Context: an optimization exercise on an open-source flow, tuned for small area, a short achievable clock period and few clock cycles per item. The choices shown serve that exercise and are no tape-out recipe.
At most, simulation tests tie the RTL to the original design; equivalence was not proved.
No activity file was given, so power comes from the tool's default toggle rates.

Setup of red:
Design mdu36, start of the top module:
module mdu36 (
    input  wire        clk,
    input  wire        rst,
    input  wire        start,
    input  wire [3:0]  op,
    input  wire        ctm,
    input  wire [35:0] a,
    input  wire [35:0] b,
    input  wire [71:0] c,
    output wire        ready,
    output reg         done,
    output wire [35:0] result,
    output wire [35:0] result_hi,
    output reg         dz,
    output reg         ovf,
    output reg         trap
);
    reg         busy;
    assign ready = ~busy;
    wire        acc = start & ~busy;
    wire in_mul    = ~op[3];
    wire in_msgn   = (op == 4'd1) | (op == 4'd2) | (op == 4'd4);
    wire in_mac    = (op == 4'd4) | (op == 4'd5);
    wire in_mulq   = (op == 4'd1);
    wire in_sqrt   = (op[3:1] == 3'b111);
    wire in_signed = op[3] & ~op[0] & ~(op[2] & op[1]);        
    wire in_trapop = op[3] & op[2] & ~op[1];                   
    wire in_rem    = op[3] & ~op[2] & op[1];                   
    wire [37:0] mx = {{2{in_msgn & a[35]}}, a};           
    wire [38:0] my = {{2{in_msgn & b[35]}}, b, 1'b0};     
    wire [18:0] bone, btwo, bneg;
    genvar gj, gi;
    generate
        for (gj = 0; gj < 19; gj = gj + 1) begin : g_booth
            wire y0 = my[2*gj];
            wire y1 = my[2*gj+1];
            wire y2 = my[2*gj+2];
            assign bone[gj] = y0 ^ y1;
            assign btwo[gj] = (y2 & ~y1 & ~y0) | (~y2 & y1 & y0);
            assign bneg[gj] = y2;
        end
    endgenerate
    wire [37:0] pp0 = (({38{bone[0]}} & mx) | ({38{btwo[0]}} & {mx[36:0], 1'b0})) ^ {38{bneg[0]}};
    wire [37:0] pp1 = (({38{bone[1]}} & mx) | ({38{btwo[1]}} & {mx[36:0], 1'b0})) ^ {38{bneg[1]}};
  ...
Size in the first run: roughly 7300 cells after synthesis, ~230 I/O pins, about 60000 µm² of cells after synthesis.
Settings: LEC_CHECK=0, CAP_MARGIN=20, CORE_MARGIN=2, CORE_UTILIZATION=40, SETUP_SLACK_MARGIN=3, SLEW_MARGIN=20; clock period 13.0 ns.
run.sh (not shown) runs the stock make flow with config.mk's settings and CLKGATE_MAP_FILE= SYNTH_SCRIPT=/design/flow/synth_recipe.tcl, a recipe that flattens the netlist after the stock synthesis.
Setup changes, red to blue
- a change of SETUP_SLACK_MARGIN from 3 to 5
--- outcome ---
- What red reported for post-route standard cell area excluding fillers has to be multiplied by 1.11 to get the figure for blue.
- In blue the fmax turned out about 9% higher than in red.
- Compared with red, blue shows period utilization lower by 6.1 points.
Setup changes, blue to green
- SETUP_SLACK_MARGIN removed (was 5)
[summary]
Critical path data arrival time, green and blue: higher on green. Final cell count without fillers was higher in the run labelled blue. Count of inserted antenna diode cells was lower in green than in blue. The post-layout total power reported for green is smaller than that of blue by 3.8%. Comparing green and blue, the higher placer congestion estimate was measured on blue. | cell count along the critical path | green vs blue | 1 higher |.
Function was not checked in any run of this note: the RTL went through the layout flow alone.

========
Another version of the RTL of mdu36 (not shown whole).
For scale: roughly 7300 cells after synthesis, roughly 350 flip-flops, roughly 230 I/O pins, about 65000 um^2 of cells after synthesis.
make LEC_CHECK=0 CAP_MARGIN=20 CORE_MARGIN=2 CORE_UTILIZATION=35 SETUP_SLACK_MARGIN=5 SLEW_MARGIN=20 finish   # period 13.0 ns
The first run completed with no timing, DRC or antenna violations.
Testbench counts at the start, summed over its fixed seeds: cycles 24,010, ops 16,000.
==> next run, changes <==
==> flow/flow/run.sh (new file) <==
#!/bin/bash
set -euo pipefail
bash standard.sh BUFFER_PORTS_ARGS="-buffer_cell sky130_fd_sc_hd__buf_2" SETUP_SLACK_MARGIN=5.5 finish > standard_flow.log 2>&1
==> flow/standard.sh (new file) <==
#!/bin/bash
# synth_recipe.tcl (not shown) runs the flow's synth.tcl, then flattens the netlist and writes it again
# the make line also repeats each setting of config.mk as NAME=value (left out here)
make -C /OpenROAD-flow-scripts/flow DESIGN_CONFIG=/design/flow/config.mk WORK_HOME=/design/flow/orfs CLKGATE_MAP_FILE= SYNTH_SCRIPT=/design/flow/synth_recipe.tcl "${@:-finish}"
--- a/flow/config.mk
+++ b/flow/config.mk
@@ -10 +10 @@
-export CORE_UTILIZATION = 35
+export CORE_UTILIZATION = 40
removed: flow/run.sh
Register-to-register slack gains 0.45 ns.
Fmax went up by a few percent.
Setup slack gains 0.43 ns.
Sequential power barely changes.
Wire length went up slightly.
Worst hold slack got worse by 0.0093 ns.
Total power rises by a few percent.
Clock-buffer cell count drops by 1.
Cell area went up slightly.
Critical path depth went up by 3.
Die area is lower by roughly a tenth.
==> next run, changes <==
==> flow/run.sh (new file) <==
#!/bin/bash
# synth_recipe.tcl (not shown) runs the flow's synth.tcl, then flattens the netlist and writes it again
# the make line also repeats each setting of config.mk as NAME=value (left out here)
make -C /OpenROAD-flow-scripts/flow DESIGN_CONFIG=/design/flow/config.mk WORK_HOME=/design/flow/orfs CLKGATE_MAP_FILE= SYNTH_SCRIPT=/design/flow/synth_recipe.tcl finish
--- a/flow/config.mk
+++ b/flow/config.mk
@@ -10,0 +11 @@
+export PLACE_DENSITY = 0.75
removed: flow/flow/run.sh
removed: flow/standard.sh
The changed run passed the timing, DRC and antenna checks.
Total power fell by 3.9%.
Final cell count fell by 1.1%.
Clock power rose by about 7%.
Die area is unchanged.
Synthesized area does not change.
Clock-buffer cell count rose by 1.
First-iteration DRC count rose by 9.5%.
Routed wire length fell by 1.2%.
==> next run, changes <==
--- a/flow/config.mk
+++ b/flow/config.mk
@@ -10,2 +10 @@
-export CORE_UTILIZATION = 40
-export PLACE_DENSITY = 0.75
+export CORE_UTILIZATION = 55
The changed run passed the timing, DRC and antenna checks.
Clock skew came out lower by 0.028 ns.
Register-to-register slack hardly moves.
Non-clock buffer count came out higher by 30.
Final area hardly moves.
Worst hold slack stays flat.
Combinational power came out lower by a few percent.
Global-route usage came out higher by 12 points.
Routed wire length came out lower by a few percent.
Total power came out lower slightly.
Via count came out lower slightly.
Sequential share of layout area hardly moves.

[separate check: timing with driven ports]
In the flow no input, the clock included, has a driving cell. The finished layouts below were timed again as built, in two steps.
Step 1 assumes that a clkbuf_16 drives the clock port and a buf_2 every other input.
Step 2 moves the port delays by t, midway between the first and last clock arrival at a register: inputs arrive t later, outputs are due t later. That takes back most of the time a late clock gives input paths.
a / b / c = no drivers / after step 1 / after step 2; a / b = the first two.
| run | t, ns | setup slack, ns | worst setup path at the end | latest minus earliest clock arrival (ns) | cell pins on the clock port's net |
|---|---|---|---|---|---|
| red | 0.692 | 3.074 / 3.065 / 2.373 | input to register | 0.040 / 0.040 | 1 |
| blue | 0.728 | 3.868 / 3.868 / 3.737 | input to register | 0.043 / 0.043 | 1 |
| green | 0.708 | 1.083 / 1.083 / 1.083 | register to register | 0.043 / 0.043 | 1 |
| the first run of note 2 | 0.750 | 4.941 / 4.855 / 4.411 | input to register | 0.049 / 0.050 | 1 |
| the second run of note 2 | 0.748 | 5.373 / 5.292 / 4.870 | input to register | 0.039 / 0.039 | 1 |
| the third run of note 2 | 0.747 | 4.877 / 4.799 / 4.454 | input to register | 0.081 / 0.082 | 1 |
| the fourth run of note 2 | 0.722 | 4.992 / 4.907 / 4.452 | input to register | 0.019 / 0.020 | 1 |
After both steps every run listed still meets setup and hold. For red, which loses most, drivers alone change the setup slack by -0.009 ns; drivers and shift together by -0.701 ns.
